This is an optimization exercise on Yosys and OpenROAD, whose aim is small area, a short achievable clock period and few clock cycles per item, not a production implementation. Only simulation tests tie the RTL to the original design; equivalence was not proved. Power is estimated from default activity; no workload was simulated.

==> design/flow/design.v <==
module glade_div (
    input  wire        clk,
    input  wire        rst,
    input  wire        start,
    input  wire [1:0]  op,
    input  wire [63:0] a,
    input  wire [63:0] b,
    output wire        ready,
    output wire        done,
    output wire [63:0] result
);
    reg st_s1, st_run, st_move, st_neg, st_done;
    reg rdy;
    reg [63:0] rem;        
    reg [64:0] opd;        
    reg        cin;        
    reg [63:0] bq;         
    reg [4:0]  cnt;        
    reg        want_rem;   
    reg        sa;         
    reg        sb;         
    reg        qsel;       
    reg        sk;         
    reg        dz;         
    function [6:0] nlz64(input [63:0] x);
        reg [15:0] v4;
        reg [31:0] c4;
        reg [7:0]  v8;
        reg [23:0] c8;
        reg [3:0]  v16;
        reg [15:0] c16;
        reg [1:0]  v32;
        reg [9:0]  c32;
        reg [3:0]  n;
        integer i;
        begin
            for (i = 0; i < 16; i = i + 1) begin
                n = x[4*i +: 4];
                v4[i] = |n;
                c4[2*i +: 2] = n[3] ? 2'd0 : n[2] ? 2'd1 : n[1] ? 2'd2 : 2'd3;
            end
            for (i = 0; i < 8; i = i + 1) begin
                v8[i] = v4[2*i+1] | v4[2*i];
                c8[3*i +: 3] = v4[2*i+1] ? {1'b0, c4[2*(2*i+1) +: 2]} : {1'b1, c4[2*(2*i) +: 2]};
            end
            for (i = 0; i < 4; i = i + 1) begin
                v16[i] = v8[2*i+1] | v8[2*i];
                c16[4*i +: 4] = v8[2*i+1] ? {1'b0, c8[3*(2*i+1) +: 3]} : {1'b1, c8[3*(2*i) +: 3]};
            end
            for (i = 0; i < 2; i = i + 1) begin
                v32[i] = v16[2*i+1] | v16[2*i];
                c32[5*i +: 5] = v16[2*i+1] ? {1'b0, c16[4*(2*i+1) +: 4]} : {1'b1, c16[4*(2*i) +: 4]};
            end
            if (v32[1])      nlz64 = {2'b00, c32[9:5]};
            else if (v32[0]) nlz64 = {2'b01, c32[4:0]};
            else             nlz64 = 7'd64;
        end
    endfunction
    function [67:0] add68(input [67:0] x, input [67:0] y, input ci);
        reg [67:0] g, p;
        integer i, l;
        begin
            p = x ^ y;
            g = x & y;
            g[0] = g[0] | (p[0] & ci);
            add68[0] = p[0] ^ ci;
            for (l = 0; l < 7; l = l + 1)
                for (i = 67; i >= 0; i = i - 1)
                    if ((i % (2 << l)) == (2 << l) - 1) begin
                        g[i] = g[i] | (p[i] & g[i - (1 << l)]);
                        p[i] = p[i] & p[i - (1 << l)];
                    end
            for (l = 5; l >= 0; l = l - 1)
                for (i = 67; i >= 0; i = i - 1)
                    if (i >= (3 << l) - 1 && (i % (2 << l)) == (1 << l) - 1) begin
                        g[i] = g[i] | (p[i] & g[i - (1 << l)]);
                        p[i] = p[i] & p[i - (1 << l)];
                    end
            for (i = 1; i < 68; i = i + 1)
                add68[i] = x[i] ^ y[i] ^ g[i - 1];
        end
    endfunction
    wire [67:0] rx   = {4'b0000, rem};
    wire [67:0] opdx = {3'b111, opd};
    wire [67:0] opd2 = {opdx[66:0], cin};
    wire [67:0] sum  = add68(rx, opdx, cin);
    wire [67:0] sum2 = add68(rx, opd2, cin);
    wire [67:0] cs_s = rx ^ opdx ^ opd2;
    wire [67:0] cs_c = (rx & opdx) | (rx & opd2) | (opdx & opd2);
    wire [67:0] sum3 = add68(cs_s, {cs_c[66:0], cin}, cin);
    wire        fit1 = ~sum[67];
    wire        fit2 = ~sum2[67];
    wire        fit3 = ~sum3[67];
    wire [63:0] rnext = fit3 ? sum3[63:0] : fit2 ? sum2[63:0] : sum[63:0];
    wire        a_neg = op[0] & a[63];
    wire        b_neg = op[0] & b[63];
    wire [63:0] ax    = a ^ {64{a_neg}};         
    wire [63:0] bx    = b ^ {64{b_neg}};         
    wire [6:0]  nla    = nlz64(ax);
    wire [6:0]  nlb    = nlz64(bx);
    wire [5:0]  nlb6   = nlb[6] ? 6'd63 : nlb[5:0];
    wire [7:0]  s8     = {2'b00, nlb6} + {7'd0, a_neg} - {1'b0, nla};
    wire        b_zero = ~|b;
    wire        skip   = s8[7] | b_zero;
    wire [63:0] skipres = want_rem ? (opd[63:0] ^ {64{sa}}) : {64{dz}};
    reg  [67:0] bsl;
    integer k;
    always @* begin
        bsl = {{4{sb}}, bq};
        for (k = 4; k >= 0; k = k - 1)
            if (cnt[k]) bsl = bsl << (2 << k);
    end
    wire [67:0] bsh   = bsl ^ {68{~sb}};
    wire        neg   = want_rem ? sa : (sa ^ sb);
    wire        last  = (cnt == 5'd0);
    wire        busy  = st_s1 | st_run | st_move | st_neg;
    wire        acc   = rdy & start;
    wire        fin   = (acc & skip) | (st_run & last & ~neg) | st_neg;
    assign ready  = rdy;
    assign done   = st_done;
    assign result = sk ? skipres : qsel ? bq : rem;
    always @(posedge clk) begin
        if (rst) begin
            st_s1   <= 1'b0;
            st_run  <= 1'b0;
            st_move <= 1'b0;
            st_neg  <= 1'b0;
            st_done <= 1'b0;
            rdy     <= 1'b1;
        end else begin
            st_s1   <= acc & ~skip;
            st_run  <= st_s1 | (st_run & ~last);
            st_move <= st_run & last & neg & ~want_rem;
            st_neg  <= (st_run & last & neg & want_rem) | st_move;
            st_done <= fin;
            rdy     <= fin | (rdy & ~start);
        end
    end
    always @(posedge clk) begin
        if (st_run & fit1)
            rem <= rnext;
        else if (st_s1)
            rem <= sum[63:0];
        else if (st_neg)
            rem <= ~sum[63:0];
        else if (st_move)
            rem <= bq;
        else if (~busy)
            rem <= 64'd0;
        opd <= ~busy              ? {1'b0, ax} :
               st_s1              ? bsh[64:0] :
               (st_run & ~last)   ? {2'b11, opd[64:2]} : {65{1'b1}};
        cin <= ~busy              ? a_neg :
               st_s1              ? ~sb :
               (st_run & ~last)   ? cin : 1'b0;
        bq  <= ~busy ? b :
               st_s1 ? 64'd0 : {bq[61:0], fit2, fit1 & (fit3 | ~fit2)};
        cnt <= ~busy ? s8[5:1] : st_run ? cnt - 5'd1 : cnt;
        if (~busy) begin
            want_rem <= op[1];
            sa       <= a_neg;
            sb       <= b_neg;
            qsel     <= ~op[1] & ~(a_neg ^ b_neg);
            sk       <= skip;
            dz       <= b_zero;
        end
    end
endmodule
==> design/flow/run.sh <==
#!/bin/bash
# synth_recipe.tcl (not shown) runs the flow's synth.tcl, then flattens the netlist and writes it again
# the make line also repeats each setting of config.mk as NAME=value (left out here)
make -C /OpenROAD-flow-scripts/flow DESIGN_CONFIG=/design/flow/config.mk WORK_HOME=/design/flow/orfs CLKGATE_MAP_FILE= SYNTH_SCRIPT=/design/flow/synth_recipe.tcl finish
==> design/flow/config.mk <==
export PLATFORM = sky130hd
export DESIGN_NAME = glade_div
export DESIGN_NICKNAME = glade_div
export VERILOG_FILES = /design/flow/design.v
export SDC_FILE = /design/flow/constraint.sdc
export NUM_CORES = 4
export LEC_CHECK = 0
export CAP_MARGIN = 20
export CORE_MARGIN = 2
export CORE_UTILIZATION = 30
export GPL_TIMING_DRIVEN = 0
export PLACE_DENSITY = 0.45
export SETUP_SLACK_MARGIN = 0.2
export SLEW_MARGIN = 20
==> design/flow/constraint.sdc <==
create_clock -name core_clock -period 5.0 [get_ports {clk}]
set_input_delay 1.0000 -clock core_clock [delete_from_list [all_inputs] [get_ports {clk}]]
set_output_delay 1.0000 -clock core_clock [all_outputs]
set_load 0.01 [all_outputs]
==> results.py, run 1 <==
metrics = {
    "critical_path": {
        "end_kind": "flip-flop",
        "worstPathArrival_ns": 5.26,
        "worstPathRequired_ns": 5.53,
        "path_max_fanout": 10,
        "critical_path_class": "input port to flip-flop",
        "start_kind": "input port",
    },
    "logic_synthesis": {
        "synth_cells": 3665,
        "netlist_area_mm2": 0.0293,
        "synth_edf_count": 76,
        "synth_nets": 4164,
        "ys_ff_latch": 211,
        "avgSynthCellArea_um2": 8.00,
        "ys_warn_count": 1,
        "synth-main-ff-cell": "dfxtp_1",
        "seq_area_frac_synth": 0.170,
        "async_flop_share": 0,
        "ys_types": 78,
    },
    "floorplanning": {
        "die_area_mm2": 0.100,
        "die_height_um": 317,
        "initial_utilization": 0.303,
        "die_w_um": 317,
        "num_rows": 114,
        "boundaryPins": 199,
        "coreArea_mm2": 0.0969,
    },
    "grt": {
        "grt.total_usage": 0.289,
        "antenna_found_initial": 2,
        "grt_pass1_vias": 29500,
        "grt_overflow": 0,
        "grt_pass1_wl_um": 211000,
        "grt_max_degree": 27,
    },
    "run": {
        "max_cap_viol_count": 0,
    },
    "routing": {
        "drt-pass1-iter-count": 7,
        "wl_per_cell_um": 28.4,
        "via_per_inst": 5.82,
        "antenna_left": 0,
        "route.detailed.drc": 0,
        "routed_wl_um": 148000,
        "vias": 30400,
        "drt-initial-drc-count": 2930,
    },
    "clock_network": {
        "worstSkewPairLatency_ns": 0.63,
        "cts_tree": "built",
        "htree_levels": 1,
        "cts_sinks": 211,
        "clockBufferDepth": 3,
        "clockRootBuffer": "clkbuf_16",
        "clk_pin_slew_worst_paths_ns": 0.06,
        "cts_buffers": 30,
    },
    "timing": {
        "max_freq_ghz": 0.212,
        "min_period_ns": 4.72,
        "rsz0062_at_grt": "true",
        "worst_slack_ns": 0.276,
        "hold_ws_ns": 0.490,
        "setup_viol": 0,
        "max_slew_margin": 0.250,
        "drv_slew": 0,
        "finalCritPeriodShare": 0.945,
        "hold_viol": 0,
        "finalSetupTns_ns": 0,
        "worst_pin_slew_ns": 1.12,
        "fin_skew_ns": 0.0344,
    },
    "final_layout": {
        "fillers": 10200,
        "syn2layout_area_growth_pct": 19.7,
        "fin_nets": 4424,
        "diodes": 0,
        "drive_above_1_share": 0.0881,
        "stdcell_count": 5225,
    },
    "place": {
        "pre_cts_slack_ns": -2.58,
        "dp_hpwl_um": 119000,
        "numPortBuffers": 191,
        "place_inst": 5137,
        "gp_congestion": 0.968,
    },
    "hold_path": {
        "holdCritPathClass": "flip-flop to flip-flop",
    },
    "power_and_ir_drop": {
        "p_total_mw": 19.5,
        "p_leak_nw": 14.3,
        "ir_worst_vdd_mv": 0.225,
        "powerDensity_mw_per_mm2": 556,
    },
    "status": {
        "outcome": "finished clean",
    },
}
[worst paths after layout]
path                            startpoint  cells past startpoint       to  slack (ns)
worst max-delay path                 op[0]                     22  st_done        0.28
worst min-delay path                   rdy                      2    st_s1        0.49
worst max register to register     rem[40]                     13  rem[21]        0.30
worst min register to register         rdy                      2    st_s1        0.49
[synthesized netlist by cell type, drive strengths merged, types with 5 or more instances]
cell,n,area (um^2)
a211o,10,87.6
a211oi,79,638
a21boi,12,90.1
a21o,94,706
a21oi,316,1580
a221oi,77,674
a2bb2oi,5,43.8
a31o,29,254
a31oi,32,200
a41oi,6,52.6
and2,9,56.3
and3,27,169
and4,10,87.6
buf,50,245
clkbuf,207,777
dfxtp,135,2700
edfxtp,76,2280
fa,161,3220
ha,205,2560
inv,183,687
mux2,18,203
mux2i,180,1800
nand2,392,1470
nand2b,45,282
nand3,68,340
nand3b,14,105
nand4,31,194
nor2,155,582
nor2b,41,257
nor3,48,240
nor4,15,93.8
o211ai,91,683
o21a,29,218
o21ai,300,1510
o21bai,23,173
o221ai,6,52.6
o22a,22,193
o22ai,77,482
o31ai,10,80.1
or2,17,106
or3,17,106
or4,5,37.5
xnor2,197,1730
xor2,94,823
[routing by layer]
layer	GRT usage	vias up	routed length [um]
met5	0	-	0
met4	0.113	0	6760
met3	0.0408	309	10900
met2	0.464	1290	66000
met1	0.392	14900	64600
li1	-	13900	-
[cell families after synthesis]
family / after synthesis / synth area share
flip-flops: 211 / 0.170
multiplexers: 199 / 0.0691
AO/OA/AOI/OAI: 1257 / 0.276
XOR/XNOR: 291 / 0.0869
buffers and inverters: 441 / 0.0584
AND/OR/NAND/NOR: 900 / 0.142
adder cells (fa/ha/maj): 366 / 0.197
[per-stage QoR]
stage / utilization / cell area [um^2]
finish: 0.363 / 35100
global route: 0.363 / 35100
CTS: 0.357 / 34600
detailed placement: 0.340 / 33000
global placement: 0.339 / 32900
floorplan: - / 29300
[worst max-delay path, cell delays in order]
cell	delay, ns
clkbuf_4	0.19
nand2_4	0.17
inv_8	0.07
or3_4	0.34
or3_1	0.33
o21ai_2	0.11
and2_4	0.20
nand3b_1	0.15
buf_4	0.19
o21ai_0	0.46
a21oi_1	0.16
o21bai_1	0.24
ha_1	0.28
ha_1	0.27
inv_1	0.10
a21oi_2	0.06
o21ai_2	0.18
a21boi_2	0.09
o21a_1	0.22
o21bai_4	0.22
nand3_1	0.10
a21oi_1	0.14
[where the power goes]
group / internal (mW) / total (mW) / switching [mW]
logic: 5.57 / 13.6 / 8.03
clock network: 1.38 / 2.37 / 0.989
registers: 2.21 / 3.57 / 1.36
[area by class of cell]
class / count / area (um^2) / area share
Buffer: 257 / 1110 / 0.0316
Clock buffer: 46 / 957 / 0.0273
Tap cell: 1276 / 1600 / 0.0455
Sequential cell: 211 / 5060 / 0.144
Inverter: 184 / 698 / 0.0199
Timing Repair Buffer: 228 / 2260 / 0.0644
Clock inverter: 10 / 114 / 0.00324
Multi-Input combinational cell: 3013 / 23300 / 0.664
[state kept, by name, summed over array words and instances, names as in the netlist, 5 cells and up]
signal,count
bq,64
cnt,5
opd,65
rem,64
[placed cells by master, fill, tap and decap left out, drive strengths merged, types with 23 or more instances in the layout]
| cell type | instances |
|---|---|
| a211oi | 79 |
| a21o | 94 |
| a21oi | 316 |
| a221oi | 77 |
| a31o | 29 |
| a31oi | 32 |
| and3 | 27 |
| buf | 92 |
| clkbuf | 249 |
| clkdlybuf4s50 | 174 |
| dfxtp | 135 |
| edfxtp | 76 |
| fa | 161 |
| ha | 205 |
| inv | 186 |
| mux2i | 180 |
| nand2 | 392 |
| nand2b | 45 |
| nand3 | 68 |
| nand4 | 31 |
| nor2 | 155 |
| nor2b | 41 |
| nor3 | 48 |
| o211ai | 91 |
| o21a | 29 |
| o21ai | 300 |
| o21bai | 23 |
| o22ai | 77 |
| xnor2 | 197 |
| xor2 | 94 |
[timing repair]
item / CTS / global route
pin swaps: 13 / 35
endpoints found under the setup margin: 124 / 70
resized for setup: 151 / 139
setup buffers: 18 / 14
hold buffers: 0 / 0
Testbench counts, summed over its fixed seeds: cycles 24,582, items 2,400.
==> inputs of run 2 (changes only) <==
--- a/design/flow/design.v
+++ b/design/flow/design.v
@@ -80,6 +80,27 @@
                 add68[i] = x[i] ^ y[i] ^ g[i - 1];
         end
     endfunction
+    function [67:0] add68f(input [67:0] x, input [67:0] y, input ci);
+        reg [67:0] g, p, gn, pn;
+        integer i, l;
+        begin
+            p = x ^ y;
+            g = x & y;
+            g[0] = g[0] | (p[0] & ci);
+            add68f[0] = p[0] ^ ci;
+            for (l = 0; l < 7; l = l + 1) begin
+                gn = g; pn = p;
+                for (i = 0; i < 68; i = i + 1)
+                    if ((i % (2 << l)) >= (1 << l)) begin
+                        gn[i] = g[i] | (p[i] & g[i - (i % (1 << l)) - 1]);
+                        pn[i] = p[i] & p[i - (i % (1 << l)) - 1];
+                    end
+                g = gn; p = pn;
+            end
+            for (i = 1; i < 68; i = i + 1)
+                add68f[i] = x[i] ^ y[i] ^ g[i - 1];
+        end
+    endfunction
     wire [67:0] rx   = {4'b0000, rem};
     wire [67:0] opdx = {3'b111, opd};
     wire [67:0] opd2 = {opdx[66:0], cin};
@@ -87,7 +108,7 @@
     wire [67:0] sum2 = add68(rx, opd2, cin);
     wire [67:0] cs_s = rx ^ opdx ^ opd2;
     wire [67:0] cs_c = (rx & opdx) | (rx & opd2) | (opdx & opd2);
-    wire [67:0] sum3 = add68(cs_s, {cs_c[66:0], cin}, cin);
+    wire [67:0] sum3 = add68f(cs_s, {cs_c[66:0], cin}, cin);
     wire        fit1 = ~sum[67];
     wire        fit2 = ~sum2[67];
     wire        fit3 = ~sum3[67];
--- a/design/flow/config.mk
+++ b/design/flow/config.mk
@@ -7,8 +7,8 @@
 export LEC_CHECK = 0
 export CAP_MARGIN = 20
 export CORE_MARGIN = 2
-export CORE_UTILIZATION = 30
+export CORE_UTILIZATION = 40
 export GPL_TIMING_DRIVEN = 0
-export PLACE_DENSITY = 0.45
-export SETUP_SLACK_MARGIN = 0.2
+export PLACE_DENSITY = 0.6
+export SETUP_SLACK_MARGIN = 0.35
 export SLEW_MARGIN = 20
==> results.py, run 2 <==
metrics = {
    "status": {
        "outcome": "finished clean",
    },
    "critical_path": {
        "reg2reg_setup_slack_ns": 0.40,
        "cp_top_family": "compound AO/OA/AOI/OAI gates",
        "path_max_fanout": 8,
        "cp_num_buf_inv": 5,
        "start_kind": "input port",
        "cpMaxStageDelayCell": "or4_4",
        "end_kind": "flip-flop",
        "worstPathArrival_ns": 5.32,
        "critical_path_class": "input port to flip-flop",
        "slowest_delay_ns": 0.43,
        "worstPathRequired_ns": 5.52,
    },
    "final_layout": {
        "final_common_cell": "nand2_1",
        "fin_nets": 4509,
        "stdcell_count": 5011,
        "top_register": "opd",
        "largest_reg_flops": 65,
        "drive_above_1_share": 0.123,
        "stdcell_area_mm2": 0.0352,
        "syn2layout_area_growth_pct": 21.9,
        "top_regs": "opd (65), bq (64), rem (64)",
        "mostFrequentLayoutCells": "432 x nand2_1, 396 x a21oi_1, 291 x o21ai_0, 204 x xnor2_1, 198 x ha_1",
    },
    "power_and_ir_drop": {
        "p_clk_frac": 0.110,
        "intPower_mw": 8.40,
        "seqPwrFrac": 0.185,
        "ir_worst_vdd_mv": 0.291,
        "powerDensity_mw_per_mm2": 511,
        "p_leak_nw": 14.9,
        "p_total_mw": 18.0,
        "p_sw_mw": 9.56,
        "combPwrFrac": 0.705,
        "netSwitchingFraction": 0.532,
    },
    "logic_synthesis": {
        "avgSynthCellArea_um2": 7.81,
        "synth_top_area_cell": "dfxtp_1",
        "netlist_area_mm2": 0.0288,
        "yosys-top-cells-count": "442 x nand2_1, 412 x a21oi_1, 309 x o21ai_0, 205 x ha_1, 204 x xnor2_1",
        "synth_top_area_frac": 0.0937,
        "synthTopCellsByArea": "dfxtp_1 9.4%, fa_1 9.4%, ha_1 8.9%",
        "synth_most_common_cell": "nand2_1",
        "async_flop_share": 0,
        "synth_nets": 4167,
        "synth-main-ff-cell": "dfxtp_1",
        "synth_edf_count": 76,
        "synth_cells": 3694,
        "seq_area_frac_synth": 0.173,
        "ys_ff_latch": 211,
        "ys_warn_count": 1,
        "ys_types": 91,
    },
    "place": {
        "postPlaceCellArea_mm2": 0.0320,
        "place_inst": 4835,
        "pre_cts_slack_ns": -2.67,
        "dp_hpwl_um": 107000,
        "numPortBuffers": 189,
        "gp_congestion": 1.02,
    },
    "routing": {
        "route.detailed.drc": 0,
        "wl_per_cell_um": 27.7,
        "antenna_left": 0,
        "vias": 31100,
        "routed_wl_um": 139000,
        "drt-pass1-iter-count": 5,
        "via_per_inst": 6.22,
        "drt-initial-drc-count": 3098,
    },
    "timing": {
        "max_slew_margin": 0.205,
        "finalCritPeriodShare": 0.961,
        "rsz0062_at_grt": "true",
        "drv_slew": 0,
        "setup_viol": 0,
        "finalSetupTns_ns": 0,
        "min_period_ns": 4.81,
        "max_freq_ghz": 0.208,
        "fin_skew_ns": 0.0145,
        "worst_pin_slew_ns": 1.19,
        "worst_slack_ns": 0.195,
        "hold_viol": 0,
    },
    "clock_network": {
        "htree_levels": 1,
        "worstSkewPairLatency_ns": 0.58,
        "clockBufferDepth": 3,
        "clockRootBuffer": "clkbuf_16",
        "cts_tree": "built",
        "cts_sinks": 211,
        "cts_buffers": 27,
        "clk_pin_slew_worst_paths_ns": 0.07,
    },
    "floorplanning": {
        "die_height_um": 273,
        "initial_utilization": 0.403,
        "num_rows": 98,
        "boundaryPins": 199,
        "coreArea_mm2": 0.0715,
        "die_w_um": 273,
        "die_area_mm2": 0.0743,
    },
    "run": {
        "max_cap_viol_count": 0,
    },
    "grt": {
        "antenna_found_initial": 8,
        "grt_overflow": 0,
        "grt.total_usage": 0.361,
        "grt_pass1_vias": 29700,
        "grt_pass1_wl_um": 198000,
        "grt_max_degree": 42,
    },
    "hold_path": {
        "holdCritPathClass": "flip-flop to flip-flop",
    },
}
[run 2: changes by cell type in the layout (fill, tap and decap cells not counted), moves of 35 or more]
cell | before | now
a211oi_1 | 67 | 32
clkdlybuf4s50_1 | 174 | 100
nand2_1 | 388 | 432
buf_4 | 35 | 111
dfxtp_1 | 87 | 124
o211ai_1 | 91 | 33
a21oi_1 | 306 | 396
inv_1 | 181 | 146
[run 2: worst register-to-register path, cell delays in order (launching register included)]
cell	delay (ns)
edfxtp_1	0.57
inv_2	0.10
fa_2	0.40
fa_2	0.44
nor2b_4	0.17
o31ai_4	0.08
a21oi_4	0.20
a21bo_4	0.20
a41o_4	0.27
nand2_8	0.09
o31ai_4	0.25
inv_2	0.07
o21ai_2	0.19
a31oi_2	0.13
fa_1	0.53
a221oi_2	0.26
a21oi_1	0.07
a221o_1	0.35
[run 2: final timing paths]
| kind | cells after the start | startpoint | to |
|---|---|---|---|
| max | 25 | op[0] | st_done |
| min | 2 | st_move | st_neg |
| min reg2reg | 2 | st_move | st_neg |
| max reg2reg | 17 | cin | rem[50] |
[run 2: through the flow]
step	utilization	hold slack, ns
after detailed placement	0.448	0.514
after global placement	0.447	0.506
after global routing	0.492	0.565
final	0.492	0.531
after CTS	0.481	0.526
after floorplan	-	0.466
[run 2: cell type report]
| type | count | area [um^2] |
|---|---|---|
| diodes | 5 | 12.5 |
| plain buffers | 244 | 1150 |
| clock buffers | 36 | 771 |
| clock inverters | 13 | 86.3 |
| fillers | 7115 | 36300 |
| inverters | 155 | 607 |
| multi-input cells | 3084 | 23500 |
| flip-flops and latches | 211 | 5000 |
| well taps | 950 | 1190 |
| repair buffers | 313 | 2860 |
[run 2: layer usage]
metal	track usage	routed length [um]
met1	0.437	52400
met2	0.576	61300
met3	0.0887	14600
met4	0.224	10300
met5	0	61
[run 2: power by group through the flow]
| stage | logic [mW] | registers [mW] | clock network, mW |
|---|---|---|---|
| 6_report | 12.7 | 3.32 | 1.97 |
| 3_5_place_dp | 12.0 | 3.26 | 0 |
| 4_1_cts | 12.3 | 3.23 | 1.98 |
| 2_1_floorplan | 8.59 | 2.67 | 0 |
| 5_1_grt | 13.7 | 3.32 | 2.03 |
| 3_3_place_gp | 12.0 | 3.27 | 0 |
[run 2: kinds of logic after synthesis]
kind of cell | Yosys count | synth area share
AO/OA/AOI/OAI | 1221 | 0.260
AND/OR/NAND/NOR | 1002 | 0.160
multiplexers | 206 | 0.0737
adder cells (fa/ha/maj) | 340 | 0.183
flip-flops | 211 | 0.173
buffers and inverters | 399 | 0.0545
XOR/XNOR | 315 | 0.0957
[run 2: repair_timing]
action                                  CTS  global route
pin swaps                                68           111
hold buffers                              0             0
cloned                                    2             0
gates resized for setup                 286           217
endpoints found under the hold margin     0             0
endpoints found under the setup margin  146            71
buffers inserted                         83            37
Testbench counts of run 2, summed over its fixed seeds: cycles 24,582, items 2,400.
==> inputs of run 3 (changes only) <==
--- a/design/flow/config.mk
+++ b/design/flow/config.mk
@@ -10,5 +10,5 @@
 export CORE_UTILIZATION = 40
 export GPL_TIMING_DRIVEN = 0
 export PLACE_DENSITY = 0.6
-export SETUP_SLACK_MARGIN = 0.35
+export SETUP_SLACK_MARGIN = 0.2
 export SLEW_MARGIN = 20
==> results.py, run 3 <==
metrics = {
    "place": {
        "postPlaceCellArea_mm2": 0.0320,
        "place_inst": 4835,
        "dp_hpwl_um": 109000,
        "gp_congestion": 1.02,
        "pre_cts_slack_ns": -3.29,
        "numPortBuffers": 189,
    },
    "clock_network": {
        "clockBufferDepth": 3,
        "clockRootBuffer": "clkbuf_16",
        "worstSkewPairLatency_ns": 0.61,
        "clk_pin_slew_worst_paths_ns": 0.07,
        "htree_levels": 1,
        "cts_sinks": 211,
        "cts_buffers": 28,
        "cts_tree": "built",
    },
    "final_layout": {
        "mostFrequentLayoutCells": "433 x nand2_1, 401 x a21oi_1, 295 x o21ai_0, 204 x xnor2_1, 200 x ha_1",
        "final_common_cell": "nand2_1",
        "fillers": 7109,
        "fin_nets": 4465,
        "stdcell_area_mm2": 0.0348,
        "drive_above_1_share": 0.0984,
        "top_register": "opd",
        "top_regs": "opd (65), bq (64), rem (64)",
        "largest_reg_flops": 65,
        "stdcell_count": 4967,
        "syn2layout_area_growth_pct": 20.7,
    },
    "routing": {
        "wl_per_cell_um": 28.3,
        "wl_met1_um": 53900,
        "met2_length_um": 63300,
        "routed_wl_um": 140000,
        "route.detailed.drc": 0,
        "antenna_left": 0,
        "top_layer_used": "met5",
        "wl_met3_um": 13600,
        "vias": 31000,
        "drt-initial-drc-count": 2826,
        "drt-pass1-iter-count": 6,
        "via_per_inst": 6.23,
    },
    "timing": {
        "worst_pin_slew_ns": 1.16,
        "rsz0062_at_grt": "true",
        "min_period_ns": 4.94,
        "finalSetupTns_ns": 0,
        "setup_viol": 0,
        "hold_viol": 0,
        "max_freq_ghz": 0.202,
        "finalCritPeriodShare": 0.988,
        "drv_slew": 0,
        "max_slew_margin": 0.226,
        "worst_slack_ns": 0.0577,
        "fin_skew_ns": 0.0309,
    },
    "critical_path": {
        "r2r_start": "cin",
        "worstPathArrival_ns": 5.44,
        "reg2reg_setup_slack_ns": 0.30,
        "path_max_fanout": 8,
        "end_kind": "flip-flop",
        "critical_path_class": "input port to flip-flop",
        "start_kind": "input port",
        "reg2reg_depth": 19,
        "worstPathRequired_ns": 5.50,
        "regToRegEndpoint": "rem[50]",
    },
    "logic_synthesis": {
        "synth_most_common_cell": "nand2_1",
        "ys_ff_latch": 211,
        "synth_nets": 4167,
        "yosys-top-cells-count": "442 x nand2_1, 412 x a21oi_1, 309 x o21ai_0, 205 x ha_1, 204 x xnor2_1",
        "synth_top_area_frac": 0.0937,
        "seq_area_frac_synth": 0.173,
        "synth_cells": 3694,
        "ys_types": 91,
        "ys_warn_count": 1,
        "netlist_area_mm2": 0.0288,
        "avgSynthCellArea_um2": 7.81,
        "synth_top_area_cell": "dfxtp_1",
        "async_flop_share": 0,
        "synth_edf_count": 76,
        "synthTopCellsByArea": "dfxtp_1 9.4%, fa_1 9.4%, ha_1 8.9%",
        "synth-main-ff-cell": "dfxtp_1",
    },
    "hold_path": {
        "holdCritPathClass": "flip-flop to flip-flop",
        "hold_depth": 2,
        "hold_start": "st_move",
        "min_delay_worst_endpoint": "st_neg",
    },
    "run": {
        "max_cap_viol_count": 0,
    },
    "power_and_ir_drop": {
        "ir_worst_vdd_mv": 0.345,
        "p_leak_nw": 14.8,
        "powerDensity_mw_per_mm2": 523,
    },
    "floorplanning": {
        "boundaryPins": 199,
        "die_area_mm2": 0.0743,
        "coreArea_mm2": 0.0715,
        "initial_utilization": 0.403,
        "die_w_um": 273,
        "die_height_um": 273,
        "num_rows": 98,
    },
    "grt": {
        "grt_pass1_wl_um": 199000,
        "grt.total_usage": 0.363,
        "grt_max_degree": 41,
        "grt_overflow": 0,
        "antenna_found_initial": 5,
        "grt_pass1_vias": 29400,
    },
    "status": {
        "outcome": "finished clean",
    },
}
==> run 3: cell counts after synthesis <==
No cell type changed its count.
==> run 3: cell families (layout without fill, tap and decap cells) <==
| logic type | after synthesis | in the layout | share of synthesized area |
|---|---|---|---|
| compound gates | 1221 | 1221 | 0.260 |
| xor+xnor | 315 | 315 | 0.0957 |
| fa+ha+maj | 340 | 340 | 0.183 |
| buf+inv | 399 | 719 | 0.0545 |
| flops | 211 | 211 | 0.173 |
| mux | 206 | 206 | 0.0737 |
| other cells | 0 | 3 | 0 |
| simple gates | 1002 | 1002 | 0.160 |
==> run 3: how the worst max path moves through the flow <==
stage	startpoint	end
floorplan	op[0]	rdy
global placement	op[0]	st_done
detailed placement	op[0]	st_done
CTS	cin	rem[63]
global route	a[18]	rdy
finish	op[0]	rdy
==> run 3: layout make-up <==
type                    count  area (um^2)  area share
flip-flops and latches    211         4980       0.143
clock buffers              39          868      0.0249
clock inverters            13          161     0.00464
diodes                      3         7.51    0.000216
plain buffers             244         1140      0.0328
multi-input cells        3084        23200       0.667
well taps                 950         1190      0.0341
repair buffers            268         2630      0.0756
inverters                 155          591      0.0170
==> run 3: stage by stage <==
stage	power [mW]	hold WS (ns)	util
4_1_cts	17.8	0.531	0.476
6_report	18.2	0.534	0.487
3_3_place_gp	15.3	0.504	0.447
2_1_floorplan	11.3	0.466	-
5_1_grt	19.3	0.557	0.487
3_5_place_dp	15.4	0.518	0.448
==> run 3: power breakdown <==
part	switching [mW]	internal (mW)
clock network	0.927	1.37
logic	7.52	5.06
registers	1.15	2.15
total	9.60	8.59
==> run 3: critical path: stages <==
cell and delay, ns:
buf_12 0.13, nand2_8 0.11, clkinvlp_4 0.11, buf_12 0.16, buf_12 0.15, or3_4 0.33
or3_4 0.34, o21ai_4 0.09, nand3_4 0.12, a21o_2 0.30, a21oi_1 0.23, o21ai_0 0.12
nand2_1 0.21, ha_1 0.28, ha_1 0.33, a21o_1 0.16, nand2_2 0.07, a21boi_2 0.14
o21a_1 0.17, o21bai_4 0.13, a311o_1 0.48, a211o_1 0.25
==> run 3: what timing repair did <==
action	4_1_cts	5_1_grt
setup buffers	44	31
hold buffers	0	0
setup endpoints to repair	133	26
endpoints found under the hold margin	0	0
gates resized for setup	188	166
pin swaps	43	53
gates cloned	0	2
==> run 3: per-layer routing <==
| layer | up-vias | global-route usage |
|---|---|---|
| met5 | - | 0 |
| met4 | 6 | 0.201 |
| met3 | 403 | 0.0757 |
| met2 | 1606 | 0.590 |
| met1 | 14900 | 0.450 |
| li1 | 14000 | - |

static timing again, ports no longer ideal:
Ports are ideal in the flow. The routed layouts listed here were re-timed in OpenROAD.
Step 1 sets driving cells, clkbuf_16 on the clock port and buf_2 on the other inputs (assumed; they add their load-dependent delay and slew).
Step 2, shift: input delay + t, output delay - t, t = (earliest + latest rising clock arrival at the registers) / 2. This alone moves slack from input paths to output paths.
Slacks: ideal / step 1 / step 2; pairs: ideal / step 1.
run | t (ns) | setup slack, ns | cell pins on the clock port's net
run 1 | 0.681 | 0.276 / 0.223 / -0.363 | 1
run 2 | 0.642 | 0.195 / 0.215 / -0.427 | 1
run 3 | 0.657 | 0.058 / 0.075 / -0.582 | 1
Met with ideal ports but missed after step 2: setup timing in every run listed. The setup slack of run 3, which loses most, moves by +0.017 ns with the drivers and by -0.640 ns with both steps.
